This is an optimization exercise on Yosys and OpenROAD, whose aim is small area, a short achievable clock period and few clock cycles per item, not a production implementation. No run shown here included a check of the RTL's function; only the layout flow was run.

<file path="flow/run.sh">
#!/bin/bash
# synth_recipe.tcl (not shown) runs the flow's synth.tcl, then flattens the netlist and writes it again
# the make line also repeats each setting of config.mk as NAME=value (left out here)
make -C /OpenROAD-flow-scripts/flow DESIGN_CONFIG=/design/flow/config.mk WORK_HOME=/design/flow/orfs CLKGATE_MAP_FILE= SYNTH_SCRIPT=/design/flow/synth_recipe.tcl finish
</file>
<file path="flow/config.mk">
export PLATFORM = sky130hd
export DESIGN_NAME = prl_tag_engine
export DESIGN_NICKNAME = prl_tag_engine
export VERILOG_FILES = /design/flow/design.v
export SDC_FILE = /design/flow/constraint.sdc
export NUM_CORES = 8
export LEC_CHECK = 0
export CAP_MARGIN = 20
export CORE_MARGIN = 2
export CORE_UTILIZATION = 25
export CTS_CLUSTER_DIAMETER = 100
export CTS_CLUSTER_SIZE = 20
export PLACE_DENSITY = 0.45
export SETUP_SLACK_MARGIN = 4.7
export SLEW_MARGIN = 20
</file>
<file path="flow/constraint.sdc">
create_clock -name core_clock -period 8.0 [get_ports {clk}]
set_input_delay 1.6000 -clock core_clock [delete_from_list [all_inputs] [get_ports {clk}]]
set_output_delay 1.6000 -clock core_clock [all_outputs]
set_load 0.01 [all_outputs]
</file>
<file path="flow/design.v">
module aes_sbox_a (
    input  wire [7:0]  a,
    output wire [14:0] m
);
    wire T1 = a[7] ^ a[4];
    wire T2 = a[7] ^ a[2];
    wire T3 = a[7] ^ a[1];
    wire T4 = a[4] ^ a[2];
    wire T5 = a[3] ^ a[1];
    wire T6 = T1 ^ T5;
    wire T7 = a[6] ^ a[5];
    wire T8 = a[0] ^ T6;
    wire T9 = a[0] ^ T7;
    wire T10 = T6 ^ T7;
    wire T11 = a[6] ^ a[2];
    wire T12 = a[5] ^ a[2];
    wire T13 = T3 ^ T4;
    wire T14 = T6 ^ T11;
    wire T15 = T5 ^ T11;
    wire T16 = T5 ^ T12;
    wire T17 = T9 ^ T16;
    wire T18 = a[4] ^ a[0];
    wire T19 = T7 ^ T18;
    wire T20 = T1 ^ T19;
    wire T21 = a[1] ^ a[0];
    wire T22 = T7 ^ T21;
    wire T23 = T2 ^ T22;
    wire T24 = T2 ^ T10;
    wire T25 = T20 ^ T17;
    wire T26 = T3 ^ T16;
    wire T27 = T1 ^ T12;
    wire M1 = T13 & T6;
    wire M2 = T23 & T8;
    wire M3 = T14 ^ M1;
    wire M4 = T19 & a[0];
    wire M5 = M4 ^ M1;
    wire M6 = T3 & T16;
    wire M7 = T22 & T9;
    wire M8 = T26 ^ M6;
    wire M9 = T20 & T17;
    wire M10 = M9 ^ M6;
    wire M11 = T1 & T15;
    wire M12 = T4 & T27;
    wire M13 = M12 ^ M11;
    wire M14 = T2 & T10;
    wire M15 = M14 ^ M11;
    wire M16 = M3 ^ M2;
    wire M17 = M5 ^ T24;
    wire M18 = M8 ^ M7;
    wire M19 = M10 ^ M15;
    wire M20 = M16 ^ M13;
    wire M21 = M17 ^ M15;
    wire M22 = M18 ^ M13;
    wire M23 = M19 ^ T25;
    wire M24 = M22 ^ M23;
    wire M25 = M22 & M20;
    wire M26 = M21 ^ M25;
    wire M27 = M20 ^ M21;
    wire M28 = M23 ^ M25;
    wire M29 = M28 & M27;
    wire M30 = M26 & M24;
    wire M31 = M20 & M23;
    wire M32 = M27 & M31;
    wire M33 = M27 ^ M25;
    wire M34 = M21 & M22;
    wire M35 = M24 & M34;
    wire M36 = M24 ^ M25;
    wire M37 = M21 ^ M29;
    wire M38 = M32 ^ M33;
    wire M39 = M23 ^ M30;
    wire M40 = M35 ^ M36;
    assign m = {M37, M38, M39, M40, T8, a[7], T22, T12, T27, a[0], T4, T13, T17, T23, T9};
endmodule
module aes_sbox_b (
    input  wire [14:0] m,
    output wire [7:0]  y
);
    wire M37 = m[14];
    wire M38 = m[13];
    wire M39 = m[12];
    wire M40 = m[11];
    wire T8 = m[10];
    wire U0 = m[9];
    wire T22 = m[8];
    wire T12 = m[7];
    wire T27 = m[6];
    wire U7 = m[5];
    wire T4 = m[4];
    wire T13 = m[3];
    wire T17 = m[2];
    wire T23 = m[1];
    wire T9 = m[0];
    wire T1 = T12 ^ T27;
    wire T10 = T8 ^ T9;
    wire T15 = U7 ^ T17;
    wire T16 = T17 ^ T9;
    wire T19 = T13 ^ T23;
    wire T2 = T22 ^ T23;
    wire T20 = U0 ^ T9;
    wire T3 = T4 ^ T13;
    wire T6 = T8 ^ U7;
    wire M41 = M38 ^ M40;
    wire M42 = M37 ^ M39;
    wire M43 = M37 ^ M38;
    wire M44 = M39 ^ M40;
    wire M45 = M42 ^ M41;
    wire M46 = M44 & T6;
    wire M47 = M40 & T8;
    wire M48 = M39 & U7;
    wire M49 = M43 & T16;
    wire M50 = M38 & T9;
    wire M51 = M37 & T17;
    wire M52 = M42 & T15;
    wire M53 = M45 & T27;
    wire M54 = M41 & T10;
    wire M55 = M44 & T13;
    wire M56 = M40 & T23;
    wire M57 = M39 & T19;
    wire M58 = M43 & T3;
    wire M59 = M38 & T22;
    wire M60 = M37 & T20;
    wire M61 = M42 & T1;
    wire M62 = M45 & T4;
    wire M63 = M41 & T2;
    wire L0 = M61 ^ M62;
    wire L1 = M50 ^ M56;
    wire L2 = M46 ^ M48;
    wire L3 = M47 ^ M55;
    wire L4 = M54 ^ M58;
    wire L5 = M49 ^ M61;
    wire L6 = M62 ^ L5;
    wire L7 = M46 ^ L3;
    wire L8 = M51 ^ M59;
    wire L9 = M52 ^ M53;
    wire L10 = M53 ^ L4;
    wire L11 = M60 ^ L2;
    wire L12 = M48 ^ M51;
    wire L13 = M50 ^ L0;
    wire L14 = M52 ^ M61;
    wire L15 = M55 ^ L1;
    wire L16 = M56 ^ L0;
    wire L17 = M57 ^ L1;
    wire L18 = M58 ^ L8;
    wire L19 = M63 ^ L4;
    wire L20 = L0 ^ L1;
    wire L21 = L1 ^ L7;
    wire L22 = L3 ^ L12;
    wire L23 = L18 ^ L2;
    wire L24 = L15 ^ L9;
    wire L25 = L6 ^ L10;
    wire L26 = L7 ^ L9;
    wire L27 = L8 ^ L10;
    wire L28 = L11 ^ L14;
    wire L29 = L11 ^ L17;
    assign y[7] = L6 ^ L24;
    assign y[6] = ~(L16 ^ L26);
    assign y[5] = ~(L19 ^ L28);
    assign y[4] = L6 ^ L21;
    assign y[3] = L20 ^ L22;
    assign y[2] = L25 ^ L29;
    assign y[1] = ~(L13 ^ L27);
    assign y[0] = ~(L6 ^ L23);
endmodule
module aes_sbox (
    input  wire [7:0] a,
    output wire [7:0] y
);
    wire [14:0] m;
    aes_sbox_a u_a (.a(a), .m(m));
    aes_sbox_b u_b (.m(m), .y(y));
endmodule
module aes_round_a (
    input  wire [127:0] state_in,
    output wire [239:0] mid
);
    genvar i;
    generate
        for (i = 0; i < 16; i = i + 1) begin : g_sub
            aes_sbox_a u_sbox (.a(state_in[127 - 8*i -: 8]), .m(mid[239 - 15*i -: 15]));
        end
    endgenerate
endmodule
module aes_round_b (
    input  wire [239:0] mid,
    input  wire [127:0] add_in,
    input  wire         keep,
    output wire [127:0] state_out,
    output wire [127:0] sub_out        
);
    wire [7:0] sb [0:15];
    wire [7:0] sr [0:15];
    genvar i, j;
    generate
        for (i = 0; i < 16; i = i + 1) begin : g_sub
            aes_sbox_b u_sbox (.m(mid[239 - 15*i -: 15]), .y(sb[i]));
        end
    endgenerate
    generate
        for (i = 0; i < 16; i = i + 1) begin : g_shift
            assign sr[i] = sb[(i + 4 * (i % 4)) % 16];
            assign sub_out[127 - 8*i -: 8] = sr[i];
        end
    endgenerate
    generate
        for (i = 0; i < 4; i = i + 1) begin : g_mix
            wire [7:0] a [0:3];
            wire [7:0] p [0:3];
            wire [7:0] v [0:3];
            wire [7:0] b [0:3];
            genvar k;
            for (k = 0; k < 4; k = k + 1) begin : g_byte
                assign a[k] = sr[4*i + k] & {8{keep}};
            end
            for (k = 0; k < 4; k = k + 1) begin : g_col
                assign p[k] = a[k] ^ a[(k + 1) % 4];
                assign v[k] = a[(k + 1) % 4] ^ add_in[127 - 32*i - 8*k -: 8];
                assign b[k][0] = (p[k][7] ^ p[(k + 2) % 4][0]) ^ v[k][0];
                for (j = 1; j < 8; j = j + 1) begin : g_bit
                    if (j == 1 || j == 3 || j == 4) begin : g_r
                        assign b[k][j] = (p[k][j-1] ^ p[(k + 2) % 4][j]) ^ (v[k][j] ^ p[k][7]);
                    end else begin : g_n
                        assign b[k][j] = (p[k][j-1] ^ p[(k + 2) % 4][j]) ^ v[k][j];
                    end
                end
                assign state_out[127 - 32*i - 8*k -: 8] = b[k];
            end
        end
    endgenerate
endmodule
module aes256_key_step_a (
    input  wire [127:0] prev,
    input  wire [127:0] last,
    input  wire         rot_step,
    input  wire [7:0]   rcon,
    output wire [127:0] p,
    output wire [59:0]  mid
);
    wire [31:0] w3  = last[31:0];
    wire [31:0] rot = rot_step ? {w3[23:0], w3[31:24]} : w3;
    aes_sbox_a u_s0 (.a(rot[31:24]), .m(mid[59:45]));
    aes_sbox_a u_s1 (.a(rot[23:16]), .m(mid[44:30]));
    aes_sbox_a u_s2 (.a(rot[15:8]),  .m(mid[29:15]));
    aes_sbox_a u_s3 (.a(rot[7:0]),   .m(mid[14:0]));
    wire [31:0] rc = rot_step ? {rcon, 24'h000000} : 32'h00000000;
    wire [31:0] p0 = prev[127:96] ^ rc;
    wire [31:0] p1 = prev[95:64]  ^ p0;
    wire [31:0] p2 = prev[63:32]  ^ p1;
    wire [31:0] p3 = prev[31:0]   ^ p2;
    assign p = {p0, p1, p2, p3};
endmodule
module aes256_key_step_b (
    input  wire [127:0] p,
    input  wire [59:0]  mid,
    input  wire         load,
    input  wire [127:0] load_val,
    output wire [127:0] next
);
    wire [31:0] sub;
    aes_sbox_b u_s0 (.m(mid[59:45]), .y(sub[31:24]));
    aes_sbox_b u_s1 (.m(mid[44:30]), .y(sub[23:16]));
    aes_sbox_b u_s2 (.m(mid[29:15]), .y(sub[15:8]));
    aes_sbox_b u_s3 (.m(mid[14:0]),  .y(sub[7:0]));
    wire [127:0] base = load ? load_val : p;
    wire [31:0]  s    = sub & {32{~load}};
    assign next = {s, s, s, s} ^ base;
endmodule
module prl_tag_engine (
    input  wire         clk,
    input  wire         rst,           
    input  wire         cmd_valid,
    output wire         cmd_ready,
    input  wire [1:0]   cmd_op,        
    input  wire [1:0]   cmd_ksel,      
    input  wire [255:0] cmd_key,       
    input  wire [47:0]  cmd_frame,     
    input  wire [4:0]   cmd_pair,
    input  wire [7:0]   cmd_place,
    input  wire [7:0]   cmd_where,
    input  wire [3:0]   cmd_elem,
    input  wire [11:0]  cmd_obj,
    input  wire [2:0]   cmd_kind,
    input  wire [7:0]   cmd_state,
    output wire         tag_valid,
    input  wire         tag_ready,
    output wire [63:0]  tag,
    output wire         key_a_present,
    output wire         key_b_present
);
    localparam [1:0] OP_TAG   = 2'd0;
    localparam [1:0] OP_LOAD  = 2'd1;
    localparam [1:0] OP_CLEAR = 2'd2;
    localparam integer RUN = 8, LP = 7, PL = 6, SB = 5, OK = 4;
    reg [255:0] key_a, key_b;
    reg [127:0] l_a, l_b;
    reg         key_a_ok, key_b_ok;
    reg         crdy;          
    reg [1:0]   op_q;          
    reg [1:0]   ksel_q;
    reg [8:0]   c_st, c_mid;
    reg [127:0] st;            
    reg [255:0] kst;           
    reg [239:0] mid;           
    reg [127:0] k_rk;          
    reg [127:0] k_p;           
    reg [59:0]  k_mid;         
    reg         ld;            
    reg         sel;           
    reg [62:0]  e0, e1, e2;    
    reg         v0, v1, v2;
    wire fire    = crdy && cmd_valid;
    wire do_tag  = fire && op_q == OP_TAG;
    wire do_load = fire && op_q == OP_LOAD && !ksel_q[1];
    wire do_clr  = fire && op_q == OP_CLEAR;
    wire m_last  = c_mid[RUN] && c_mid[3:0] == 4'd14;
    wire push    = m_last && !c_mid[PL];
    wire l_wr    = m_last &&  c_mid[PL];
    wire pop     = v0 && tag_ready;
    wire [239:0] mid_n;
    aes_round_a u_round_a (.state_in(st), .mid(mid_n));
    reg [7:0] rcon;
    always @(*) begin
        case (c_st[3:0])
            4'd1:    rcon = 8'h01;
            4'd3:    rcon = 8'h02;
            4'd5:    rcon = 8'h04;
            4'd7:    rcon = 8'h08;
            4'd9:    rcon = 8'h10;
            4'd11:   rcon = 8'h20;
            4'd13:   rcon = 8'h40;
            default: rcon = 8'h00;
        endcase
    end
    wire [127:0] k_p_n;
    wire [59:0]  k_mid_n;
    aes256_key_step_a u_key_a (
        .prev     (kst[255:128]),
        .last     (kst[127:0]),
        .rot_step (c_st[0]),
        .rcon     (rcon),
        .p        (k_p_n),
        .mid      (k_mid_n)
    );
    wire [255:0] slot_key = sel ? key_b : key_a;
    wire [127:0] slot_l   = sel ? l_b : l_a;
    wire [127:0] cmd_msg = {cmd_frame, 3'b000, cmd_pair, cmd_place, cmd_where,
                            4'h0, cmd_elem, 4'h0, cmd_obj, 5'b00000, cmd_kind,
                            cmd_state, 16'h0000};
    wire [127:0] k1      = {slot_l[126:0], 1'b0} ^ (slot_l[127] ? 128'h87 : 128'h0);
    wire [127:0] msg_k1  = (cmd_msg ^ k1) & {128{ld && !c_mid[LP]}};
    wire [127:0] kst_hi_n = ld ? slot_key[255:128] : k_rk;
    wire [127:0] round_out, sub_out;
    aes_round_b u_round_b (
        .mid       (mid),
        .add_in    (kst_hi_n ^ msg_k1),
        .keep      (!ld),
        .state_out (round_out),
        .sub_out   (sub_out)
    );
    wire [127:0] fin = sub_out ^ k_rk;
    wire [61:0]  mac = fin[127:66];
    wire [127:0] next_rk;
    aes256_key_step_b u_key_b (
        .p        (k_p),
        .mid      (k_mid),
        .load     (ld),
        .load_val (slot_key[127:0]),
        .next     (next_rk)
    );
    wire slot_ok = !ksel_q[1] && (ksel_q[0] ? key_b_ok : key_a_ok);
    reg [8:0] c_st_n;
    always @(*) begin
        if (c_mid[LP])
            c_st_n = {1'b1, 1'b0, 1'b1, c_mid[SB], 1'b0, 4'd1};
        else if (do_tag)
            c_st_n = {1'b1, 1'b0, 1'b0, ksel_q[0], slot_ok, 4'd1};
        else if (do_load)
            c_st_n = {1'b0, 1'b1, 1'b0, ksel_q[0], 1'b0, 4'd0};
        else if (c_mid[RUN] && !m_last)
            c_st_n = {c_mid[8:4], c_mid[3:0] + 4'd1};
        else
            c_st_n = 9'd0;
    end
    wire free_n = (!c_st[RUN] && !c_st[LP]) ||
                  (c_st[RUN] && c_st[3:0] == 4'd14 && !c_st[PL]);
    wire ld_n   = free_n || c_st[LP];
    wire lb_st0  = (c_st[LP]   || (c_st[RUN]   && c_st[PL]))   && !c_st[SB];
    wire lb_st1  = (c_st[LP]   || (c_st[RUN]   && c_st[PL]))   &&  c_st[SB];
    wire lb_nx0  = (c_st_n[LP] || (c_st_n[RUN] && c_st_n[PL])) && !c_st_n[SB];
    wire lb_nx1  = (c_st_n[LP] || (c_st_n[RUN] && c_st_n[PL])) &&  c_st_n[SB];
    wire lbusy_a = lb_st0 || lb_nx0;
    wire lbusy_b = lb_st1 || lb_nx1;
    wire lconf   = (cmd_op == OP_TAG && !cmd_ksel[1] && (cmd_ksel[0] ? lbusy_b : lbusy_a)) ||
                   (cmd_op == OP_LOAD && (lbusy_a || lbusy_b));
    wire        a0v = pop ? v1 : v0;
    wire        a1v = pop ? v2 : v1;
    wire        a2v = pop ? 1'b0 : v2;
    wire [62:0] a0e = pop ? e1 : e0;
    wire [62:0] a1e = pop ? e2 : e1;
    wire [62:0] qin = {c_mid[OK] & c_mid[SB], mac & {62{c_mid[OK]}}};
    wire        v0_n = a0v || push;
    wire        v1_n = a1v || (a0v && push);
    wire        v2_n = a2v || (a1v && push);
    wire [2:0] outst = {2'b00, v0_n} + {2'b00, v1_n} + {2'b00, v2_n} +
                       {2'b00, c_st[RUN] && !c_st[PL]} +
                       {2'b00, c_st_n[RUN] && !c_st_n[PL]};
    wire room_n = outst <= 3'd2;
    always @(posedge clk) begin
        op_q   <= cmd_op;
        ksel_q <= cmd_ksel;
        sel    <= c_st[LP] ? c_st[SB] : cmd_ksel[0];
        mid   <= mid_n;
        k_rk  <= kst[127:0];
        k_p   <= k_p_n;
        k_mid <= k_mid_n;
        st    <= round_out;
        kst   <= {kst_hi_n, next_rk};
        if (do_load && !ksel_q[0]) key_a <= cmd_key;
        if (do_load &&  ksel_q[0]) key_b <= cmd_key;
        if (l_wr && !c_mid[SB]) l_a <= fin;
        if (l_wr &&  c_mid[SB]) l_b <= fin;
        if (!a0v && push) e0 <= qin; else e0 <= a0e;
        if (!a1v && a0v && push) e1 <= qin; else e1 <= a1e;
        if (!a2v && a1v && push) e2 <= qin;
        if (rst) begin
            crdy     <= 1'b0;
            key_a_ok <= 1'b0;
            key_b_ok <= 1'b0;
            c_st     <= 9'd0;
            c_mid    <= 9'd0;
            ld       <= 1'b1;
            v0       <= 1'b0;
            v1       <= 1'b0;
            v2       <= 1'b0;
        end else begin
            crdy  <= cmd_valid && !fire && free_n && room_n && !lconf;
            c_st  <= c_st_n;
            c_mid <= c_st;
            ld    <= ld_n;
            v0    <= v0_n;
            v1    <= v1_n;
            v2    <= v2_n;
            if (do_load && !ksel_q[0]) key_a_ok <= 1'b1;
            if (do_load &&  ksel_q[0]) key_b_ok <= 1'b1;
            if (do_clr) begin
                key_a_ok <= 1'b0;
                key_b_ok <= 1'b0;
            end
        end
    end
    assign cmd_ready     = crdy;
    assign tag_valid     = v0;
    assign tag           = {1'b0, e0};
    assign key_a_present = key_a_ok;
    assign key_b_present = key_b_ok;
endmodule
</file>
==> flow_summary.toml, run 1 <==
[floorplan]
die-height_microns = 629
start_util = 0.251
die_w_microns = 629
die_area_sq_um = 396000
fp.coreArea_sq_um = 389000
num_rows = 229
num_io_pins = 428

[final_layout]
area_growth_pct = 19.8
regArea_sq_um = 48500
layout.cells.non_filler = 14700
final_core_util = 0.301
multi_input_area_sq_um = 51100
nets = 9784
drive_gt1_frac = 0.126
fill_cells = 40100

[setup_path]
regToRegStartpoint = "mid[176]$_DFF_P_"
cp.required_ns = 8.76
crit_start = "mid[176]$_DFF_P_"
cp-start-kind = "flop"
cp_max_fo = 10
path_class = "flop to flop"
critPathCaptureType = "flop"
cp.arrival_ns = 4.02

[sta]
worst_pin_slew_ns = 1.22
hold_ws_ns = 0.281
setup_viol = 0
setup_tns_ns = 0
rsz0062_at_grt = "true"
min_period_ns = 3.26
maxSlewViolCount = 0
maxSlewHeadroom = 0.182
fmax_ghz = 0.307
hold_viol_final = 0
fin_crit_sh = 0.408
fin_skew_ns = 0.0702

[clocking]
cts_root_buf = "clkbuf_16"
clk_latency_ns = 0.84
cts_made_buffers = 110
cts_buffer_depth = 3
cts_tree = "yes"
path_clk_slew_ns = 0.09
h-tree-depth = 3
clock_sinks = 1927

[detailed_routing]
vias = 65200
route.detailed.drc = 0
drtIter0Drc = 5094
wl_per_cell_microns = 24.0
drt_pass1_iterations = 8
vias_per_cell = 4.44
drt_wl_total_mm = 353
ant_nets = 0

[yosys]
ys_types = 90
seq_area_frac_synth = 0.492
syn-num-nets = 9446
synth_fa_ha_area_frac = 0.00604
synth_cells = 9040
ys_ff_latch = 1927
synth_top_family_by_area = "XOR/XNOR gates"
synth_area_per_cell_sq_um = 10.8
synth-simple-area-share = 0.0813
synth_top_flop_cell = "dfxtp_1"
synthArstFlopShare = 0
yosys_warnings = 2
synth-compound-area-share = 0.0777
synth_mux_area_frac = 0.0600
syn_area_sq_um = 97800
synth_edf_count = 957
synthXorXnorAreaFrac = 0.254

[global_routing]
gr-total-overflow = 0
track_usage = 0.170
antenna_found_initial = 19
grt_pass1_vias = 63800
grt_max_degree = 132
grt_pass1_wl_mm = 484

[flow_run]
maxCapViolCount = 0

[min_path]
min_from = "kst[123]$_DFF_P_"
min_path_type = "flop to flop"

[placed_design]
place.gp.congestion = 0.894
hpwl_mm = 276
dp.cells = 14300
portBuffers = 426

[run_status]
status = "no timing/DRC/antenna violations"
[layout make-up]
cell class,count,share of cell area
multi-input cells,6402,0.436
flip-flops and latches,1927,0.414
repair buffers,703,0.0568
well taps,5197,0.0555
clock buffers,184,0.0262
inverters,234,0.00782
clock inverters,21,0.00275
diodes,11,0.000235
[critical path: stages, from the launching register on]
cell and delay [ns]:
dfxtp_4 0.46, mux2_2 0.35, a21oi_1 0.31, xnor3_2 0.48, xor2_1 0.18, xnor2_1 0.15
buf_4 0.19, xnor2_4 0.25, xnor3_1 0.37, o22ai_1 0.26, xor2_1 0.19
[cell usage in the layout (no fill, tap or decap), drive strengths merged, types with 26 or more instances in the layout]
cell type	instances
a211oi	43
a21oi	476
a22oi	80
and3	26
buf	275
clkbuf	186
clkdlybuf4s50	357
dfxtp	970
dlygate4sd2	66
edfxtp	957
ha	44
inv	239
mux2	66
mux2i	512
nand2	577
nand2b	41
nand3	98
nor2	857
nor2b	94
nor3	74
o211ai	33
o21a	31
o21ai	381
o22ai	58
xnor2	1732
xnor3	91
xor2	796
[path summary, 6_finish.rpt]
path                       endpoint  slack [ns]  cells past startpoint
setup / recovery     st[66]$_DFF_P_        4.74                     10
setup reg to reg     st[66]$_DFF_P_        4.74                     10
hold reg to reg   k_rk[123]$_DFF_P_        0.28                      0
hold / removal    k_rk[123]$_DFF_P_        0.28                      0
[flip-flops by register name, indices dropped and copies added, names as in the netlist, 2 cells and up]
register	count
key_b	256
e0	63
mid	240
k_p	128
l_a	128
e2	63
kst	256
st	128
key_a	256
ksel_q	2
k_mid	60
c_mid	9
op_q	2
k_rk	128
l_b	128
e1	63
c_st	9
[Yosys cell counts, types with 10 or more instances]
cell type  count  area, sq um
inv_2         10         37.5
o21a_1        31          233
a211oi_1      43          323
a311oi_1      11         96.3
clkbuf_1     324         1220
nor2b_1       94          588
edfxtp_1     957        28700
xnor3_1       84         1890
or2_2         18          113
a221oi_1      11         96.3
nor3_1        74          370
xor3_1        13          309
xor2_1       783         6860
ha_1          44          551
nor2_1       850         3190
mux2_2        66          743
nor3b_1       18          135
buf_4         11         82.6
o22ai_1       58          363
a22oi_1       80          601
a22o_1        15          131
xor2_2        12          195
a31oi_1       12         75.1
nand3b_1      16          120
or3_1         16          100
a21oi_1      475         2380
nand3_1       98          490
and3_1        26          163
a21o_1        18          135
buf_1         73          274
xnor2_1     1718        15000
nand2_1      577         2170
o211ai_1      33          248
buf_2         68          340
nand2b_1      41          257
o21ai_0      376         1880
a21boi_0      12         90.1
a2bb2oi_1     18          158
dfxtp_1      970        19400
and2_1        12         75.1
inv_1        223          837
mux2i_1      512         5120
xnor2_2       14          228
a32oi_1       15          131
[through the flow]
step	area (sq um)	setup slack, ns
detailed placement	108000	3.18
global placement	108000	3.20
finish	117000	4.74
global route	117000	4.55
CTS	114000	4.49
floorplan	97900	1.51
[cells by family after synthesis]
kind of cell | after synthesis
buf+inv | 712
simple gates | 1864
other cells | 1
compound gates | 1277
mux | 578
xor+xnor | 2635
fa+ha+maj | 46
flops | 1927
[metal layers]
| layer | GRT usage | part of all wire |
|---|---|---|
| met1 | 0.221 | 0.43 |
| met2 | 0.292 | 0.48 |
| met3 | 0.0214 | 0.044 |
| met4 | 0.0570 | 0.038 |
| met5 | 0 | 0.000096 |
[timing repair]
item                                    in CTS  in global routing
buffers inserted                            52                131
endpoints found under the setup margin    1072                316
endpoints found under the hold margin        0                  0
resized for setup                          573                328
hold buffers                                 0                  0
pin swaps                                   41                 74
cloned                                       3                  1
==> run 2, diff against run 1 <==
--- a/flow/config.mk
+++ b/flow/config.mk
@@ -8,8 +8,8 @@
 export CAP_MARGIN = 20
 export CORE_MARGIN = 2
 export CORE_UTILIZATION = 25
-export CTS_CLUSTER_DIAMETER = 100
-export CTS_CLUSTER_SIZE = 20
+export CTS_CLUSTER_DIAMETER = 70
+export CTS_CLUSTER_SIZE = 24
 export PLACE_DENSITY = 0.45
 export SETUP_SLACK_MARGIN = 4.7
 export SLEW_MARGIN = 20
==> run 2 against run 1 <==
Synthesized area is the same; final cell count grew 0.18%; critical path depth is the same; fmax shrank 3.0%; non-clock buffer count shrank 14; count of clock-buffer cells in the layout shrank 24; critical path type unchanged.
==> flow_summary.toml, run 2 <==
[sta]
fin_skew_ns = 0.0592
rsz0062_at_grt = "true"
fmax_ghz = 0.297
hold_viol_final = 0
worst_pin_slew_ns = 1.28
fin_crit_sh = 0.420
maxSlewViolCount = 0
min_period_ns = 3.36
setup_viol = 0
maxSlewHeadroom = 0.144
setup_tns_ns = 0

[clocking]
cts_made_buffers = 142
holdBufCountCts = 0
cts_buffer_depth = 4
cts_root_buf = "clkbuf_16"
cts_tree = "yes"
path_clk_slew_ns = 0.10
clock_sinks = 1927
clk_latency_ns = 0.86
h-tree-depth = 4

[final_layout]
nets = 9803
multi_input_area_sq_um = 51300
area_growth_pct = 21.3
final_common_cell = "xnor2_1"
design_area_sq_um = 119000
drive_gt1_frac = 0.137
fill_cells = 39900
top_regs = "key_a x256, key_b x256, kst x256"
regArea_sq_um = 48500
layout_common_cells = "1497 x xnor2_1, 957 x edfxtp_1, 831 x nor2_1"

[yosys]
synth_common_cells = "1718 x xnor2_1, 970 x dfxtp_1, 957 x edfxtp_1"
yosys.area.top_type = "edfxtp_1"
ys_types = 90
syn_area_sq_um = 97800
synth_edf_count = 957
synth.most_common_cell = "xnor2_1"
synthXorXnorAreaFrac = 0.254
synth_fa_ha_area_frac = 0.00604
seq_area_frac_synth = 0.492
synth_top_flop_cell = "dfxtp_1"
yosys_warnings = 2
synth-simple-area-share = 0.0813
ys_ff_latch = 1927
synth.area.top_cells = "edfxtp_1 29%, dfxtp_1 20%, xnor2_1 15%"
syn-num-nets = 9446
synthArstFlopShare = 0
synth.top_cell.area_share = 0.294
synth_area_per_cell_sq_um = 10.8
synth_cells = 9040
synth_mux_area_frac = 0.0600
synth-compound-area-share = 0.0777
synth_top_family_by_area = "XOR/XNOR gates"

[setup_path]
rrSetupSlack_ns = 4.64
crit_start = "mid[191]$_DFF_P_"
r2r_cells = 10
cp.arrival_ns = 4.07
cp-start-kind = "flop"
path_class = "flop to flop"
cp.required_ns = 8.71
regToRegStartpoint = "mid[191]$_DFF_P_"
critPathCaptureType = "flop"
cp_max_fo = 18

[detailed_routing]
vias_per_cell = 4.46
ant_nets = 0
route.detailed.drc = 0
met3_length_mm = 15.7
drt_wl_total_mm = 353
wl_per_cell_microns = 24.0
dr_wl_met2_mm = 171
highest_layer = "met5"
drt_pass1_iterations = 6
m1WireLength_mm = 153
vias = 65600
drtIter0Drc = 5489

[min_path]
min_path_type = "flop to flop"
min_from = "kst[117]$_DFF_P_"
whs_path_depth = 0

[global_routing]
gr-total-overflow = 0
grt_max_degree = 132
antenna_found_initial = 18
grt_pass1_vias = 64000
track_usage = 0.171
grt_pass1_wl_mm = 485

[floorplan]
num_io_pins = 428
die_area_sq_um = 396000
start_util = 0.251
fp.coreArea_sq_um = 389000
num_rows = 229
die_w_microns = 629
die-height_microns = 629

[placed_design]
place.gp.congestion = 0.894
hpwl_mm = 276
placed_area_sq_um = 108000
portBuffers = 426

[flow_run]
maxCapViolCount = 0

[run_status]
status = "no timing/DRC/antenna violations"
[run 2: layout make-up]
type | count | area share
diodes | 9 | 0.000190
clock buffers | 160 | 0.0314
clock inverters | 86 | 0.00888
inverters | 234 | 0.00764
multi-input cells | 6403 | 0.433
flip-flops and latches | 1927 | 0.409
well taps | 5197 | 0.0548
repair buffers | 689 | 0.0554
[run 2: through the flow]
step / hold WS, ns / worst slack, ns / util / std cells
global placement: 0.310 / 3.20 / 0.276 / 14300
floorplan: 0.310 / 1.51 / - / 9040
detailed placement: 0.312 / 3.18 / 0.276 / 14300
finish: 0.327 / 4.64 / 0.305 / 14700
CTS: 0.318 / 4.54 / 0.297 / 14600
global route: 0.311 / 4.57 / 0.305 / 14700
[run 2: timing repair]
| action | 4_1_cts | 5_1_grt |
|---|---|---|
| buffers inserted | 60 | 111 |
| resized for setup | 591 | 323 |
| cloned | 3 | 1 |
| endpoints found under the setup margin | 1046 | 322 |
| pin swaps | 42 | 62 |
[run 2: metal layers]
layer,global-route usage,up-vias
met4,0.0566,2
li1,-,31100
met1,0.222,32600
met2,0.293,1557
met5,0,-
met3,0.0211,323
[run 2: kinds of logic after synthesis]
group,Yosys count
compound gates,1277
simple gates,1864
fa+ha+maj,46
buf+inv,712
flops,1927
other cells,1
xor+xnor,2635
mux,578
[run 2: path summary, 6_finish.rpt]
kind	end
worst max-delay path	st[70]$_DFF_P_
worst min-delay path	k_rk[117]$_DFF_P_
worst max register to register	st[70]$_DFF_P_
worst min register to register	k_rk[117]$_DFF_P_
[run 2: worst max-delay path, cell delays in order, from the launching register on]
cell	delay, ns
dfxtp_4	0.49
mux2_2	0.36
a22oi_1	0.21
xor2_1	0.29
buf_4	0.17
xor2_1	0.37
xnor2_4	0.22
xor2_1	0.19
nor2_1	0.21
xnor2_1	0.17
xor2_1	0.51
==> run 3, diff against run 2 <==
--- a/flow/design.v
+++ b/flow/design.v
@@ -289,156 +289,210 @@
     localparam [1:0] OP_TAG   = 2'd0;
     localparam [1:0] OP_LOAD  = 2'd1;
     localparam [1:0] OP_CLEAR = 2'd2;
-    localparam integer RUN = 8, LP = 7, PL = 6, SB = 5, OK = 4;
+    localparam integer RUN = 7, LP = 6, PL = 5, SB = 4, OK = 3;
+    localparam integer QN = 5;     
     reg [255:0] key_a, key_b;
     reg [127:0] l_a, l_b;
     reg         key_a_ok, key_b_ok;
     reg         crdy;          
     reg [1:0]   op_q;          
     reg [1:0]   ksel_q;
-    reg [8:0]   c_st, c_mid;
-    reg [127:0] st;            
-    reg [255:0] kst;           
-    reg [239:0] mid;           
-    reg [127:0] k_rk;          
-    reg [127:0] k_p;           
-    reg [59:0]  k_mid;         
+    reg [7:0]   c_a1, c_a2, c_b1, c_b2;
+    reg [127:0] st_a, st_b;
+    reg [255:0] kst_a, kst_b;
+    reg [239:0] mid_a, mid_b;
+    reg [127:0] krk_a, krk_b;
+    reg [127:0] kp_a, kp_b;
+    reg [59:0]  kmid_a, kmid_b;
     reg         ld;            
     reg         sel;           
-    reg [62:0]  e0, e1, e2;    
-    reg         v0, v1, v2;
+    reg [63*QN-1:0] q_e;
+    reg [QN-1:0]    q_v;
     wire fire    = crdy && cmd_valid;
     wire do_tag  = fire && op_q == OP_TAG;
     wire do_load = fire && op_q == OP_LOAD && !ksel_q[1];
     wire do_clr  = fire && op_q == OP_CLEAR;
-    wire m_last  = c_mid[RUN] && c_mid[3:0] == 4'd14;
-    wire push    = m_last && !c_mid[PL];
-    wire l_wr    = m_last &&  c_mid[PL];
-    wire pop     = v0 && tag_ready;
-    wire [239:0] mid_n;
-    aes_round_a u_round_a (.state_in(st), .mid(mid_n));
+    wire m_last  = c_b2[RUN] && c_b2[2:0] == 3'd7;
+    wire push    = m_last && !c_b2[PL];
+    wire l_wr    = m_last &&  c_b2[PL];
+    wire pop     = q_v[0] && tag_ready;
+    wire [239:0] mid_a_n;
+    aes_round_a u_ra1 (.state_in(st_a), .mid(mid_a_n));
     reg [7:0] rcon;
     always @(*) begin
-        case (c_st[3:0])
-            4'd1:    rcon = 8'h01;
-            4'd3:    rcon = 8'h02;
-            4'd5:    rcon = 8'h04;
-            4'd7:    rcon = 8'h08;
-            4'd9:    rcon = 8'h10;
-            4'd11:   rcon = 8'h20;
-            4'd13:   rcon = 8'h40;
+        case (c_a1[2:0])
+            3'd1:    rcon = 8'h01;
+            3'd2:    rcon = 8'h02;
+            3'd3:    rcon = 8'h04;
+            3'd4:    rcon = 8'h08;
+            3'd5:    rcon = 8'h10;
+            3'd6:    rcon = 8'h20;
+            3'd7:    rcon = 8'h40;
             default: rcon = 8'h00;
         endcase
     end
-    wire [127:0] k_p_n;
-    wire [59:0]  k_mid_n;
-    aes256_key_step_a u_key_a (
-        .prev     (kst[255:128]),
-        .last     (kst[127:0]),
-        .rot_step (c_st[0]),
+    wire [127:0] kp_a_n;
+    wire [59:0]  kmid_a_n;
+    aes256_key_step_a u_ka1 (
+        .prev     (kst_a[255:128]),
+        .last     (kst_a[127:0]),
+        .rot_step (1'b1),
         .rcon     (rcon),
-        .p        (k_p_n),
-        .mid      (k_mid_n)
+        .p        (kp_a_n),
+        .mid      (kmid_a_n)
+    );
+    wire [127:0] st_b_n, sub_a_unused;
+    aes_round_b u_ra2 (
+        .mid       (mid_a),
+        .add_in    (krk_a),
+        .keep      (1'b1),
+        .state_out (st_b_n),
+        .sub_out   (sub_a_unused)
+    );
+    wire [127:0] rk_b_n;
+    aes256_key_step_b u_ka2 (
+        .p        (kp_a),
+        .mid      (kmid_a),
+        .load     (1'b0),
+        .load_val (128'd0),
+        .next     (rk_b_n)
+    );
+    wire [239:0] mid_b_n;
+    aes_round_a u_rb1 (.state_in(st_b), .mid(mid_b_n));
+    wire [127:0] kp_b_n;
+    wire [59:0]  kmid_b_n;
+    aes256_key_step_a u_kb1 (
+        .prev     (kst_b[255:128]),
+        .last     (kst_b[127:0]),
+        .rot_step (1'b0),
+        .rcon     (8'h00),
+        .p        (kp_b_n),
+        .mid      (kmid_b_n)
     );
     wire [255:0] slot_key = sel ? key_b : key_a;
     wire [127:0] slot_l   = sel ? l_b : l_a;
     wire [127:0] cmd_msg = {cmd_frame, 3'b000, cmd_pair, cmd_place, cmd_where,
                             4'h0, cmd_elem, 4'h0, cmd_obj, 5'b00000, cmd_kind,
                             cmd_state, 16'h0000};
-    wire [127:0] k1      = {slot_l[126:0], 1'b0} ^ (slot_l[127] ? 128'h87 : 128'h0);
-    wire [127:0] msg_k1  = (cmd_msg ^ k1) & {128{ld && !c_mid[LP]}};
-    wire [127:0] kst_hi_n = ld ? slot_key[255:128] : k_rk;
-    wire [127:0] round_out, sub_out;
-    aes_round_b u_round_b (
-        .mid       (mid),
+    wire [127:0] k1       = {slot_l[126:0], 1'b0} ^ (slot_l[127] ? 128'h87 : 128'h0);
+    wire [127:0] msg_k1   = (cmd_msg ^ k1) & {128{ld && !c_b2[LP]}};
+    wire [127:0] kst_hi_n = ld ? slot_key[255:128] : krk_b;
+    wire [127:0] st_a_n, sub_b;
+    aes_round_b u_rb2 (
+        .mid       (mid_b),
         .add_in    (kst_hi_n ^ msg_k1),
         .keep      (!ld),
-        .state_out (round_out),
-        .sub_out   (sub_out)
+        .state_out (st_a_n),
+        .sub_out   (sub_b)
     );
-    wire [127:0] fin = sub_out ^ k_rk;
-    wire [61:0]  mac = fin[127:66];
-    wire [127:0] next_rk;
-    aes256_key_step_b u_key_b (
-        .p        (k_p),
-        .mid      (k_mid),
+    wire [127:0] fin = sub_b ^ krk_b;
+    wire [127:0] rk_a_n;
+    aes256_key_step_b u_kb2 (
+        .p        (kp_b),
+        .mid      (kmid_b),
         .load     (ld),
         .load_val (slot_key[127:0]),
-        .next     (next_rk)
+        .next     (rk_a_n)
     );
     wire slot_ok = !ksel_q[1] && (ksel_q[0] ? key_b_ok : key_a_ok);
-    reg [8:0] c_st_n;
+    reg [7:0] c_a1_n;
     always @(*) begin
-        if (c_mid[LP])
-            c_st_n = {1'b1, 1'b0, 1'b1, c_mid[SB], 1'b0, 4'd1};
+        if (c_b2[LP])
+            c_a1_n = {1'b1, 1'b0, 1'b1, c_b2[SB], 1'b0, 3'd1};
         else if (do_tag)
-            c_st_n = {1'b1, 1'b0, 1'b0, ksel_q[0], slot_ok, 4'd1};
+            c_a1_n = {1'b1, 1'b0, 1'b0, ksel_q[0], slot_ok, 3'd1};
         else if (do_load)
-            c_st_n = {1'b0, 1'b1, 1'b0, ksel_q[0], 1'b0, 4'd0};
-        else if (c_mid[RUN] && !m_last)
-            c_st_n = {c_mid[8:4], c_mid[3:0] + 4'd1};
+            c_a1_n = {1'b0, 1'b1, 1'b0, ksel_q[0], 1'b0, 3'd0};
+        else if (c_b2[RUN] && !m_last)
+            c_a1_n = {c_b2[7:3], c_b2[2:0] + 3'd1};
         else
-            c_st_n = 9'd0;
+            c_a1_n = 8'd0;
     end
-    wire free_n = (!c_st[RUN] && !c_st[LP]) ||
-                  (c_st[RUN] && c_st[3:0] == 4'd14 && !c_st[PL]);
-    wire ld_n   = free_n || c_st[LP];
-    wire lb_st0  = (c_st[LP]   || (c_st[RUN]   && c_st[PL]))   && !c_st[SB];
-    wire lb_st1  = (c_st[LP]   || (c_st[RUN]   && c_st[PL]))   &&  c_st[SB];
-    wire lb_nx0  = (c_st_n[LP] || (c_st_n[RUN] && c_st_n[PL])) && !c_st_n[SB];
-    wire lb_nx1  = (c_st_n[LP] || (c_st_n[RUN] && c_st_n[PL])) &&  c_st_n[SB];
-    wire lbusy_a = lb_st0 || lb_nx0;
-    wire lbusy_b = lb_st1 || lb_nx1;
+    wire free_n = (!c_b1[RUN] && !c_b1[LP]) ||
+                  (c_b1[RUN] && c_b1[2:0] == 3'd7 && !c_b1[PL]);
+    wire ld_n   = free_n || c_b1[LP];
+    function lbusy;
+        input [7:0] c;
+        input       s;
+        lbusy = (c[LP] || (c[RUN] && c[PL])) && c[SB] == s;
+    endfunction
+    wire lbusy_a = lbusy(c_a1_n, 1'b0) || lbusy(c_a1, 1'b0) ||
+                   lbusy(c_a2, 1'b0)   || lbusy(c_b1, 1'b0);
+    wire lbusy_b = lbusy(c_a1_n, 1'b1) || lbusy(c_a1, 1'b1) ||
+                   lbusy(c_a2, 1'b1)   || lbusy(c_b1, 1'b1);
     wire lconf   = (cmd_op == OP_TAG && !cmd_ksel[1] && (cmd_ksel[0] ? lbusy_b : lbusy_a)) ||
                    (cmd_op == OP_LOAD && (lbusy_a || lbusy_b));
-    wire        a0v = pop ? v1 : v0;
-    wire        a1v = pop ? v2 : v1;
-    wire        a2v = pop ? 1'b0 : v2;
-    wire [62:0] a0e = pop ? e1 : e0;
-    wire [62:0] a1e = pop ? e2 : e1;
-    wire [62:0] qin = {c_mid[OK] & c_mid[SB], mac & {62{c_mid[OK]}}};
-    wire        v0_n = a0v || push;
-    wire        v1_n = a1v || (a0v && push);
-    wire        v2_n = a2v || (a1v && push);
-    wire [2:0] outst = {2'b00, v0_n} + {2'b00, v1_n} + {2'b00, v2_n} +
-                       {2'b00, c_st[RUN] && !c_st[PL]} +
-                       {2'b00, c_st_n[RUN] && !c_st_n[PL]};
-    wire room_n = outst <= 3'd2;
+    wire [62:0] qin = {c_b2[OK] & c_b2[SB], fin[127:66] & {62{c_b2[OK]}}};
+    reg  [QN-1:0] sv;              
+    reg  [QN-1:0] q_v_n;
+    reg  [QN-1:0] q_ld_new;        
+    integer i;
+    always @(*) begin
+        sv = pop ? {1'b0, q_v[QN-1:1]} : q_v;
+        for (i = 0; i < QN; i = i + 1) begin
+            if (i == 0)
+                q_ld_new[i] = push && !sv[i];
+            else
+                q_ld_new[i] = push && !sv[i] && sv[i-1];
+            q_v_n[i] = sv[i] || q_ld_new[i];
+        end
+    end
+    function [2:0] tagp;
+        input [7:0] c;
+        tagp = {2'b00, c[RUN] && !c[PL]};
+    endfunction
+    reg [3:0] qcnt_n;
+    always @(*) begin
+        qcnt_n = 4'd0;
+        for (i = 0; i < QN; i = i + 1)
+            qcnt_n = qcnt_n + {3'b000, q_v_n[i]};
+    end
+    wire [3:0] outst  = qcnt_n + tagp(c_a1_n) + tagp(c_a1) + tagp(c_a2) + tagp(c_b1);
+    wire       room_n = outst <= QN - 1;
     always @(posedge clk) begin
         op_q   <= cmd_op;
         ksel_q <= cmd_ksel;
-        sel    <= c_st[LP] ? c_st[SB] : cmd_ksel[0];
-        mid   <= mid_n;
-        k_rk  <= kst[127:0];
-        k_p   <= k_p_n;
-        k_mid <= k_mid_n;
-        st    <= round_out;
-        kst   <= {kst_hi_n, next_rk};
+        sel    <= c_b1[LP] ? c_b1[SB] : cmd_ksel[0];
+        mid_a  <= mid_a_n;
+        krk_a  <= kst_a[127:0];
+        kp_a   <= kp_a_n;
+        kmid_a <= kmid_a_n;
+        st_b   <= st_b_n;
+        kst_b  <= {krk_a, rk_b_n};
+        mid_b  <= mid_b_n;
+        krk_b  <= kst_b[127:0];
+        kp_b   <= kp_b_n;
+        kmid_b <= kmid_b_n;
+        st_a   <= st_a_n;
+        kst_a  <= {kst_hi_n, rk_a_n};
         if (do_load && !ksel_q[0]) key_a <= cmd_key;
         if (do_load &&  ksel_q[0]) key_b <= cmd_key;
-        if (l_wr && !c_mid[SB]) l_a <= fin;
-        if (l_wr &&  c_mid[SB]) l_b <= fin;
-        if (!a0v && push) e0 <= qin; else e0 <= a0e;
-        if (!a1v && a0v && push) e1 <= qin; else e1 <= a1e;
-        if (!a2v && a1v && push) e2 <= qin;
+        if (l_wr && !c_b2[SB]) l_a <= fin;
+        if (l_wr &&  c_b2[SB]) l_b <= fin;
+        for (i = 0; i < QN; i = i + 1) begin
+            if (q_ld_new[i])
+                q_e[63*i +: 63] <= qin;
+            else if (pop && i < QN - 1)
+                q_e[63*i +: 63] <= q_e[63*(i+1) +: 63];
+        end
         if (rst) begin
             crdy     <= 1'b0;
             key_a_ok <= 1'b0;
             key_b_ok <= 1'b0;
-            c_st     <= 9'd0;
-            c_mid    <= 9'd0;
+            c_a1     <= 8'd0;
+            c_a2     <= 8'd0;
+            c_b1     <= 8'd0;
+            c_b2     <= 8'd0;
             ld       <= 1'b1;
-            v0       <= 1'b0;
-            v1       <= 1'b0;
-            v2       <= 1'b0;
+            q_v      <= {QN{1'b0}};
         end else begin
             crdy  <= cmd_valid && !fire && free_n && room_n && !lconf;
-            c_st  <= c_st_n;
-            c_mid <= c_st;
+            c_a1  <= c_a1_n;
+            c_a2  <= c_a1;
+            c_b1  <= c_a2;
+            c_b2  <= c_b1;
             ld    <= ld_n;
-            v0    <= v0_n;
-            v1    <= v1_n;
-            v2    <= v2_n;
+            q_v   <= q_v_n;
             if (do_load && !ksel_q[0]) key_a_ok <= 1'b1;
             if (do_load &&  ksel_q[0]) key_b_ok <= 1'b1;
             if (do_clr) begin
@@ -448,8 +502,8 @@
         end
     end
     assign cmd_ready     = crdy;
-    assign tag_valid     = v0;
-    assign tag           = {1'b0, e0};
+    assign tag_valid     = q_v[0];
+    assign tag           = {1'b0, q_e[62:0]};
     assign key_a_present = key_a_ok;
     assign key_b_present = key_b_ok;
 endmodule
--- a/flow/config.mk
+++ b/flow/config.mk
@@ -8,8 +8,8 @@
 export CAP_MARGIN = 20
 export CORE_MARGIN = 2
 export CORE_UTILIZATION = 25
-export CTS_CLUSTER_DIAMETER = 70
-export CTS_CLUSTER_SIZE = 24
+export CTS_CLUSTER_DIAMETER = 100
+export CTS_CLUSTER_SIZE = 20
 export PLACE_DENSITY = 0.45
 export SETUP_SLACK_MARGIN = 4.7
 export SLEW_MARGIN = 20
==> run 3 against run 2 <==
Still clean on timing, DRC and antenna; fmax shrank 23%; non-clock buffer count rose by 178; setup slack worse by 1.0 ns; register-to-register slack got worse by 0.99 ns; die area is 59% higher; final area up 56%; first-iteration DRC count up 42%; largest cell class unchanged; highest routed layer unchanged.
==> flow_summary.toml, run 3 <==
[run_status]
status = "no timing/DRC/antenna violations"

[detailed_routing]
vias = 103000
vias_per_cell = 4.33
route.detailed.drc = 0
wl_per_cell_microns = 23.3
ant_nets = 0
drtIter0Drc = 7805
drt_pass1_iterations = 6
drt_wl_total_mm = 555

[global_routing]
grt_max_degree = 118
track_usage = 0.169
gr-total-overflow = 0
grt_pass1_wl_mm = 765
antenna_found_initial = 68
grt_pass1_vias = 98600

[placed_design]
dp.cells = 23200
place.gp.congestion = 0.879
pre_cts_ws_ns = 2.06
hpwl_mm = 440
portBuffers = 426

[setup_path]
cp.arrival_ns = 5.31
path_class = "input pin to flop"
r2r_end = "crdy$_SDFF_PP0_"
r2r_cells = 21
rrSetupSlack_ns = 3.65
cp_max_fo = 5
critPathCaptureType = "flop"
cp-start-kind = "input pin"
regToRegStartpoint = "c_b2[0]$_SDFF_PP0_"
cp.required_ns = 8.92

[clocking]
holdBufCountCts = 0
path_clk_slew_ns = 0.08
h-tree-depth = 4
clock_sinks = 2993
clk_latency_ns = 0.99
cts_root_buf = "clkbuf_16"
cts_tree = "yes"
cts_made_buffers = 183
cts_buffer_depth = 4

[yosys]
yosys_warnings = 3
synth_top_flop_cell = "dfxtp_1"
ys_ff_latch = 2993
syn_area_sq_um = 156000
yosys.area.top_type = "dfxtp_1"
synth_edf_count = 1083
synth.most_common_cell = "xnor2_1"
synth_cells = 15100
synth_fa_ha_area_frac = 0.00739
synthXorXnorAreaFrac = 0.298
synthArstFlopShare = 0
synth_top_family_by_area = "XOR/XNOR gates"
synth.top_cell.area_share = 0.245
synth_area_per_cell_sq_um = 10.3
synth_mux_area_frac = 0.0447
syn-num-nets = 15600
synth.area.top_cells = "dfxtp_1 25%, edfxtp_1 21%, xnor2_1 19%"
synth-compound-area-share = 0.0784
ys_types = 112
seq_area_frac_synth = 0.454
synth_common_cells = "3408 x xnor2_1, 1910 x dfxtp_1, 1498 x xor2_1"
synth-simple-area-share = 0.0846

[sta]
min_period_ns = 4.39
setup_tns_ns = 0
maxSlewViolCount = 0
layout_setup_ws_ns = 3.61
hold_viol_final = 0
fin_skew_ns = 0.101
maxSlewHeadroom = 0.235
fin_crit_sh = 0.549
setup_viol = 0
worst_pin_slew_ns = 1.14
hold_ws_ns = 0.299
rsz0062_at_grt = "true"
fmax_ghz = 0.228

[floorplan]
start_util = 0.250
num_io_pins = 428
die_area_sq_um = 630000
die_w_microns = 794
num_rows = 290
fp.coreArea_sq_um = 622000
die-height_microns = 794

[flow_run]
maxCapViolCount = 0

[final_layout]
drive_gt1_frac = 0.138
layout_common_cells = "2958 x xnor2_1, 1647 x dfxtp_1, 1305 x xor2_1"
area_growth_pct = 18.4
nets = 15800
final_common_cell = "xnor2_1"
final_core_util = 0.296
layout.cells.non_filler = 23800
largest_reg_flops = 315
fill_cells = 64200
regMostFlops = "q_e"

[min_path]
min_path_type = "flop to flop"
min_from = "kst_a[120]$_DFF_P_"
whs_path_depth = 0
whs_endpoint = "krk_a[120]$_DFF_P_"
-- run 3: worst max-delay path, stage by stage --
cell and delay (ns):
buf_2 0.18, inv_2 0.09, o32a_1 0.38, fa_1 0.55
inv_2 0.05, fa_1 0.49, inv_2 0.04, fa_1 0.48
inv_2 0.04, fa_2 0.34, inv_2 0.07, fa_1 0.38
o22ai_1 0.12, a21oi_1 0.06, a21oi_1 0.15, nand4_1 0.15
a21oi_2 0.13
-- run 3: repair_timing --
item | CTS | global route
pin swaps | 135 | 125
gates resized for setup | 999 | 528
buffers inserted | 144 | 129
setup endpoints to repair | 1416 | 647
cloned | 0 | 3
-- run 3: worst max-delay path by stage --
stage	slack, ns	to	start
2_1_floorplan	1.51	key_a[0]$_DFFE_PP_	cmd_valid
3_3_place_gp	1.71	crdy$_SDFF_PP0_	tag_ready
3_5_place_dp	2.06	crdy$_SDFF_PP0_	tag_ready
4_1_cts	3.54	crdy$_SDFF_PP0_	c_b2[1]$_SDFF_PP0_
5_1_grt	3.46	crdy$_SDFF_PP0_	c_b2[1]$_SDFF_PP0_
6_report	3.61	crdy$_SDFF_PP0_	tag_ready
-- run 3: kinds of logic (layout without fill, tap and decap cells) --
kind of cell,Yosys count,count (layout)
and+or+nand+nor,3027,3029
adders and majority gates,89,89
xor gates and xnor gates,5083,5083
DFF,2993,2993
muxes,681,681
other,1,32
AOI/OAI and AO/OA,2019,2020
buffers and inverters,1241,1588
-- run 3: area by class of cell --
type	instances	area, sq um	share of cell area
Multi-Input combinational cell	10900	87600	0.475
Inverter	402	1520	0.00822
Clock buffer	282	5050	0.0274
Antenna cell	31	77.6	0.000421
Sequential cell	2993	71300	0.386
Tap cell	8322	10400	0.0564
Clock inverter	37	473	0.00256
Timing Repair Buffer	867	8040	0.0436
-- run 3: stage by stage --
| stage | area, sq um |
|---|---|
| after floorplan | 156000 |
| after global placement | 169000 |
| after detailed placement | 169000 |
| after CTS | 180000 |
| after global routing | 184000 |
| final | 184000 |
-- run 3: routing by layer --
layer	wire length [microns]	part of all wire	vias up	global-route usage
li1	-	-	50200	-
met5	50	0.000090	-	0
met1	247000	0.44	50500	0.225
met3	20700	0.037	518	0.0159
met4	22700	0.041	8	0.0560
met2	265000	0.48	2021	0.288
==> run 4, diff against run 3 <==
--- a/flow/design.v
+++ b/flow/design.v
@@ -252,6 +252,7 @@
     input  wire [127:0] p,
     input  wire [59:0]  mid,
     input  wire         load,
+    input  wire         gate,
     input  wire [127:0] load_val,
     output wire [127:0] next
 );
@@ -261,7 +262,7 @@
     aes_sbox_b u_s2 (.m(mid[29:15]), .y(sub[15:8]));
     aes_sbox_b u_s3 (.m(mid[14:0]),  .y(sub[7:0]));
     wire [127:0] base = load ? load_val : p;
-    wire [31:0]  s    = sub & {32{~load}};
+    wire [31:0]  s    = sub & {32{~gate}};
     assign next = {s, s, s, s} ^ base;
 endmodule
 module prl_tag_engine (
@@ -289,15 +290,15 @@
     localparam [1:0] OP_TAG   = 2'd0;
     localparam [1:0] OP_LOAD  = 2'd1;
     localparam [1:0] OP_CLEAR = 2'd2;
-    localparam integer RUN = 7, LP = 6, PL = 5, SB = 4, OK = 3;
-    localparam integer QN = 5;     
+    localparam integer RUN = 11, LP = 10, PL = 9, SB = 8, OK = 7, PK = 6;
+    localparam integer CW = 12;
     reg [255:0] key_a, key_b;
     reg [127:0] l_a, l_b;
     reg         key_a_ok, key_b_ok;
     reg         crdy;          
     reg [1:0]   op_q;          
     reg [1:0]   ksel_q;
-    reg [7:0]   c_a1, c_a2, c_b1, c_b2;
+    reg [CW-1:0] c_a1, c_a2, c_b1, c_b2;
     reg [127:0] st_a, st_b;
     reg [255:0] kst_a, kst_b;
     reg [239:0] mid_a, mid_b;
@@ -306,16 +307,24 @@
     reg [59:0]  kmid_a, kmid_b;
     reg         ld;            
     reg         sel;           
-    reg [63*QN-1:0] q_e;
-    reg [QN-1:0]    q_v;
+    reg         dl;            
+    reg [62:0]  t_q;           
+    reg         t_v;
+    reg [2:0]   nsq;           
+    reg [2:0]   hsq;           
     wire fire    = crdy && cmd_valid;
     wire do_tag  = fire && op_q == OP_TAG;
     wire do_load = fire && op_q == OP_LOAD && !ksel_q[1];
     wire do_clr  = fire && op_q == OP_CLEAR;
     wire m_last  = c_b2[RUN] && c_b2[2:0] == 3'd7;
-    wire push    = m_last && !c_b2[PL];
     wire l_wr    = m_last &&  c_b2[PL];
-    wire pop     = q_v[0] && tag_ready;
+    wire pop     = t_v && tag_ready;
+    function has_tag;
+        input [CW-1:0] c;
+        has_tag = (c[RUN] && c[2:0] == 3'd7 && !c[PL]) || c[PK];
+    endfunction
+    wire park_in  = has_tag(c_b2) && !c_b2[PK] && !dl;    
+    wire park_on  = c_b2[PK] && !dl;                      
     wire [239:0] mid_a_n;
     aes_round_a u_ra1 (.state_in(st_a), .mid(mid_a_n));
     reg [7:0] rcon;
@@ -354,6 +363,7 @@
         .p        (kp_a),
         .mid      (kmid_a),
         .load     (1'b0),
+        .gate     (1'b0),
         .load_val (128'd0),
         .next     (rk_b_n)
     );
@@ -390,29 +400,34 @@
     aes256_key_step_b u_kb2 (
         .p        (kp_b),
         .mid      (kmid_b),
-        .load     (ld),
-        .load_val (slot_key[127:0]),
+        .load     (ld || park_in),
+        .gate     (ld || park_in || park_on),
+        .load_val (park_in ? fin : slot_key[127:0]),
         .next     (rk_a_n)
     );
     wire slot_ok = !ksel_q[1] && (ksel_q[0] ? key_b_ok : key_a_ok);
-    reg [7:0] c_a1_n;
+    reg [CW-1:0] c_a1_n;
     always @(*) begin
         if (c_b2[LP])
-            c_a1_n = {1'b1, 1'b0, 1'b1, c_b2[SB], 1'b0, 3'd1};
+            c_a1_n = {1'b1, 1'b0, 1'b1, c_b2[SB], 1'b0, 1'b0, 3'd0, 3'd1};
         else if (do_tag)
-            c_a1_n = {1'b1, 1'b0, 1'b0, ksel_q[0], slot_ok, 3'd1};
+            c_a1_n = {1'b1, 1'b0, 1'b0, ksel_q[0], slot_ok, 1'b0, nsq, 3'd1};
         else if (do_load)
-            c_a1_n = {1'b0, 1'b1, 1'b0, ksel_q[0], 1'b0, 3'd0};
+            c_a1_n = {1'b0, 1'b1, 1'b0, ksel_q[0], 1'b0, 1'b0, 3'd0, 3'd0};
+        else if (has_tag(c_b2) && !dl)
+            c_a1_n = {1'b0, 1'b0, 1'b0, c_b2[SB], c_b2[OK], 1'b1, c_b2[5:3], 3'd0};
         else if (c_b2[RUN] && !m_last)
-            c_a1_n = {c_b2[7:3], c_b2[2:0] + 3'd1};
+            c_a1_n = {c_b2[CW-1:3], c_b2[2:0] + 3'd1};
         else
-            c_a1_n = 8'd0;
+            c_a1_n = {CW{1'b0}};
     end
-    wire free_n = (!c_b1[RUN] && !c_b1[LP]) ||
-                  (c_b1[RUN] && c_b1[2:0] == 3'd7 && !c_b1[PL]);
+    wire       t_v_n = dl || (t_v && !tag_ready);
+    wire [2:0] hsq_n = hsq + {2'b00, dl};
+    wire dl_n   = has_tag(c_b1) && c_b1[5:3] == hsq_n && !t_v_n;
+    wire free_n = (!c_b1[RUN] && !c_b1[LP] && !c_b1[PK]) || dl_n;
     wire ld_n   = free_n || c_b1[LP];
     function lbusy;
-        input [7:0] c;
+        input [CW-1:0] c;
         input       s;
         lbusy = (c[LP] || (c[RUN] && c[PL])) && c[SB] == s;
     endfunction
@@ -422,33 +437,8 @@
                    lbusy(c_a2, 1'b1)   || lbusy(c_b1, 1'b1);
     wire lconf   = (cmd_op == OP_TAG && !cmd_ksel[1] && (cmd_ksel[0] ? lbusy_b : lbusy_a)) ||
                    (cmd_op == OP_LOAD && (lbusy_a || lbusy_b));
-    wire [62:0] qin = {c_b2[OK] & c_b2[SB], fin[127:66] & {62{c_b2[OK]}}};
-    reg  [QN-1:0] sv;              
-    reg  [QN-1:0] q_v_n;
-    reg  [QN-1:0] q_ld_new;        
-    integer i;
-    always @(*) begin
-        sv = pop ? {1'b0, q_v[QN-1:1]} : q_v;
-        for (i = 0; i < QN; i = i + 1) begin
-            if (i == 0)
-                q_ld_new[i] = push && !sv[i];
-            else
-                q_ld_new[i] = push && !sv[i] && sv[i-1];
-            q_v_n[i] = sv[i] || q_ld_new[i];
-        end
-    end
-    function [2:0] tagp;
-        input [7:0] c;
-        tagp = {2'b00, c[RUN] && !c[PL]};
-    endfunction
-    reg [3:0] qcnt_n;
-    always @(*) begin
-        qcnt_n = 4'd0;
-        for (i = 0; i < QN; i = i + 1)
-            qcnt_n = qcnt_n + {3'b000, q_v_n[i]};
-    end
-    wire [3:0] outst  = qcnt_n + tagp(c_a1_n) + tagp(c_a1) + tagp(c_a2) + tagp(c_b1);
-    wire       room_n = outst <= QN - 1;
+    wire [61:0] mac = c_b2[PK] ? kp_b[127:66] : fin[127:66];
+    wire [62:0] tin = {c_b2[OK] & c_b2[SB], mac & {62{c_b2[OK]}}};
     always @(posedge clk) begin
         op_q   <= cmd_op;
         ksel_q <= cmd_ksel;
@@ -461,7 +451,7 @@
         kst_b  <= {krk_a, rk_b_n};
         mid_b  <= mid_b_n;
         krk_b  <= kst_b[127:0];
-        kp_b   <= kp_b_n;
+        kp_b   <= c_b1[PK] ? kst_b[255:128] : kp_b_n;
         kmid_b <= kmid_b_n;
         st_a   <= st_a_n;
         kst_a  <= {kst_hi_n, rk_a_n};
@@ -469,30 +459,31 @@
         if (do_load &&  ksel_q[0]) key_b <= cmd_key;
         if (l_wr && !c_b2[SB]) l_a <= fin;
         if (l_wr &&  c_b2[SB]) l_b <= fin;
-        for (i = 0; i < QN; i = i + 1) begin
-            if (q_ld_new[i])
-                q_e[63*i +: 63] <= qin;
-            else if (pop && i < QN - 1)
-                q_e[63*i +: 63] <= q_e[63*(i+1) +: 63];
-        end
+        if (dl) t_q <= tin;
         if (rst) begin
             crdy     <= 1'b0;
             key_a_ok <= 1'b0;
             key_b_ok <= 1'b0;
-            c_a1     <= 8'd0;
-            c_a2     <= 8'd0;
-            c_b1     <= 8'd0;
-            c_b2     <= 8'd0;
+            c_a1     <= {CW{1'b0}};
+            c_a2     <= {CW{1'b0}};
+            c_b1     <= {CW{1'b0}};
+            c_b2     <= {CW{1'b0}};
             ld       <= 1'b1;
-            q_v      <= {QN{1'b0}};
+            dl       <= 1'b0;
+            t_v      <= 1'b0;
+            nsq      <= 3'd0;
+            hsq      <= 3'd0;
         end else begin
-            crdy  <= cmd_valid && !fire && free_n && room_n && !lconf;
+            crdy  <= cmd_valid && !fire && free_n && !lconf;
             c_a1  <= c_a1_n;
             c_a2  <= c_a1;
             c_b1  <= c_a2;
             c_b2  <= c_b1;
             ld    <= ld_n;
-            q_v   <= q_v_n;
+            dl    <= dl_n;
+            t_v   <= t_v_n;
+            hsq   <= hsq_n;
+            if (do_tag) nsq <= nsq + 3'd1;
             if (do_load && !ksel_q[0]) key_a_ok <= 1'b1;
             if (do_load &&  ksel_q[0]) key_b_ok <= 1'b1;
             if (do_clr) begin
@@ -502,8 +493,8 @@
         end
     end
     assign cmd_ready     = crdy;
-    assign tag_valid     = q_v[0];
-    assign tag           = {1'b0, q_e[62:0]};
+    assign tag_valid     = t_v;
+    assign tag           = {1'b0, t_q};
     assign key_a_present = key_a_ok;
     assign key_b_present = key_b_ok;
 endmodule
==> run 4 against run 3 <==
Still clean on timing, DRC and antenna; worst hold slack gained 0.0062 ns; critical path depth shrank 10; synthesized cell count shrank 1.2%; global-route usage grew 2.0 points; die area shrank 3.4%; first-iteration DRC count grew 15%; count of clock-buffer cells in the layout shrank 19; final cell count shrank 2.1%; fmax grew 30%; critical path type is now flop to flop; critical endpoint is now kst_a[106]$_DFF_P_; largest cell class unchanged.
==> flow_summary.toml, run 4 <==
[global_routing]
grtUsageMet3 = 0.0206
track_usage = 0.189
grt_util_met2 = 0.300
antenna_found_initial = 61
grt_use_met1 = 0.258
top_usage_layer = "met2"

[final_layout]
nets = 15600
fill_cells = 62000
layout_common_cells = "2861 x xnor2_1, 1610 x dfxtp_1, 1420 x xor2_1"
layout.cells.non_filler = 23300
regArea_sq_um = 64200
final_core_util = 0.298
multi_input_area_sq_um = 89400

[yosys]
syn-num-nets = 15400
synth.most_common_cell = "xnor2_1"
synthArstFlopShare = 0
synth.area.top_cells = "dfxtp_1 26%, xnor2_1 19%, edfxtp_1 17%"
synth_cells = 14900
yosys.area.top_type = "dfxtp_1"
synth_edf_count = 831
synth.top_cell.area_share = 0.257
seq_area_frac_synth = 0.422
synth_common_cells = "3325 x xnor2_1, 1929 x dfxtp_1, 1625 x xor2_1"
syn_area_sq_um = 150000
ys_ff_latch = 2760

[sta]
hold_viol_final = 0
min_period_ns = 3.37
setup_tns_ns = 0
worst_pin_slew_ns = 1.26
fin_skew_ns = 0.0636
hold_ws_ns = 0.305
rsz0062_at_grt = "true"
setup_viol = 0
fin_crit_sh = 0.421

[detailed_routing]
ant_nets = 0
drtIter0Drc = 8945
drt_wl_total_mm = 603
drt_pass1_iterations = 6
route.detailed.drc = 0
wl_per_cell_microns = 25.8
vias_per_cell = 4.50

[clocking]
h-tree-depth = 4
cts_buffer_depth = 4
cts_made_buffers = 173
clock_sinks = 2760
cts_root_buf = "clkbuf_16"
clk_latency_ns = 0.97
holdBufCountCts = 0
cts_tree = "yes"
path_clk_slew_ns = 0.10

[floorplan]
start_util = 0.251
num_rows = 284
num_io_pins = 428
die_w_microns = 780
die_area_sq_um = 608000
fp.coreArea_sq_um = 599000
die-height_microns = 780

[setup_path]
critPathCaptureType = "flop"
cp.required_ns = 8.90
cp_max_fo = 62
cp-start-kind = "flop"
cp.arrival_ns = 4.28
path_class = "flop to flop"
r2r_cells = 7

[min_path]
min_path_type = "flop to flop"
whs_path_depth = 0

[run_status]
status = "no timing/DRC/antenna violations"

[flow_run]
maxCapViolCount = 0
-- run 4: cell types whose count changed after synthesis, moves of 45 or more --
| cell | before | now |
|---|---|---|
| edfxtp_1 | 1083 | 831 |
| nand3_1 | 147 | 199 |
| o21ai_0 | 692 | 487 |
| buf_4 | 83 | 17 |
| a211oi_1 | 43 | 159 |
| a21boi_0 | 35 | 80 |
| xor2_1 | 1498 | 1625 |
| nand2_1 | 1056 | 815 |
| xnor2_1 | 3408 | 3325 |
-- run 4: cell type report --
class / instances / share of cell area
multi-input cells: 11000 / 0.500
inverters: 371 / 0.00782
repair buffers: 868 / 0.0460
flip-flops and latches: 2760 / 0.359
clock buffers: 263 / 0.0267
well taps: 8008 / 0.0561
clock inverters: 43 / 0.00315
diodes: 27 / 0.000378
-- run 4: routing by layer --
layer	vias up	wire length, microns
met2	2787	269000
met3	596	29900
met1	51800	269000
met4	24	35100
li1	49800	-
met5	-	153
-- run 4: final timing paths --
kind | from | end
max | sel$_DFF_P_ | kst_a[106]$_DFF_P_
min | kst_b[70]$_DFF_P_ | krk_b[70]$_DFF_P_
max reg2reg | sel$_DFF_P_ | kst_a[106]$_DFF_P_
min reg2reg | kst_b[70]$_DFF_P_ | krk_b[70]$_DFF_P_
-- run 4: critical path: stages (launching register included) --
cell and delay, ns:
dfxtp_4 0.58, buf_12 0.29, buf_12 0.39, buf_6 0.40, mux2i_1 0.86, a211oi_1 0.17
a21oi_1 0.23, xor2_1 0.16
-- run 4: metrics by stage --
stage	worst slack (ns)	cell area, sq um
floorplan	1.64	151000
global placement	3.33	164000
detailed placement	3.30	164000
CTS	4.54	174000
global route	4.59	179000
finish	4.63	179000
-- run 4: timing repair --
action | CTS | global route
endpoints found under the hold margin | 0 | 0
pin swaps | 81 | 101
setup endpoints to repair | 984 | 572
gates cloned | 2 | 5
resized for setup | 941 | 571
buffers inserted | 94 | 138
-- run 4: cells by family after synthesis --
kind of cell	count (synthesis)	share of synthesized area
compound gates	2057	0.0856
buf+inv	1203	0.0318
simple gates	2998	0.0896
other cells	1	0.0000249
flops	2760	0.422
xor+xnor	5159	0.317
mux	686	0.0468
fa+ha+maj	85	0.00707

## static timing again, ports no longer ideal
Ports are ideal in the flow. The routed layouts listed here were re-timed in OpenROAD.
Step 1, drivers: a clkbuf_16 drives clk and a buf_2 each remaining input, both assumed.
Step 2 also shifts input and output timing later by t, the mid clock arrival at the registers, as if the neighbouring blocks saw the same clock.
Slacks: ideal ports / drivers / drivers and shift; pairs: ideal ports / drivers.
run | t (ns) | slack for setup (ns) | hold WS [ns] | slew at the worst register clock pin (ns)
run 1 | 0.916 | 4.739 / 4.690 / 3.962 | 0.281 / 0.281 / 0.281 | 0.10 / 0.10
run 2 | 0.949 | 4.637 / 4.637 / 3.984 | 0.327 / 0.327 / 0.327 | 0.10 / 0.10
run 3 | 1.078 | 3.605 / 3.652 / 2.635 | 0.299 / 0.299 / 0.299 | 0.10 / 0.10
run 4 | 1.061 | 4.629 / 4.503 / 3.892 | 0.305 / 0.305 / 0.305 | 0.10 / 0.10
After both steps every run listed still meets setup and hold. For run 3, which loses most, drivers alone change the setup slack by +0.047 ns; drivers and shift together by -0.970 ns.
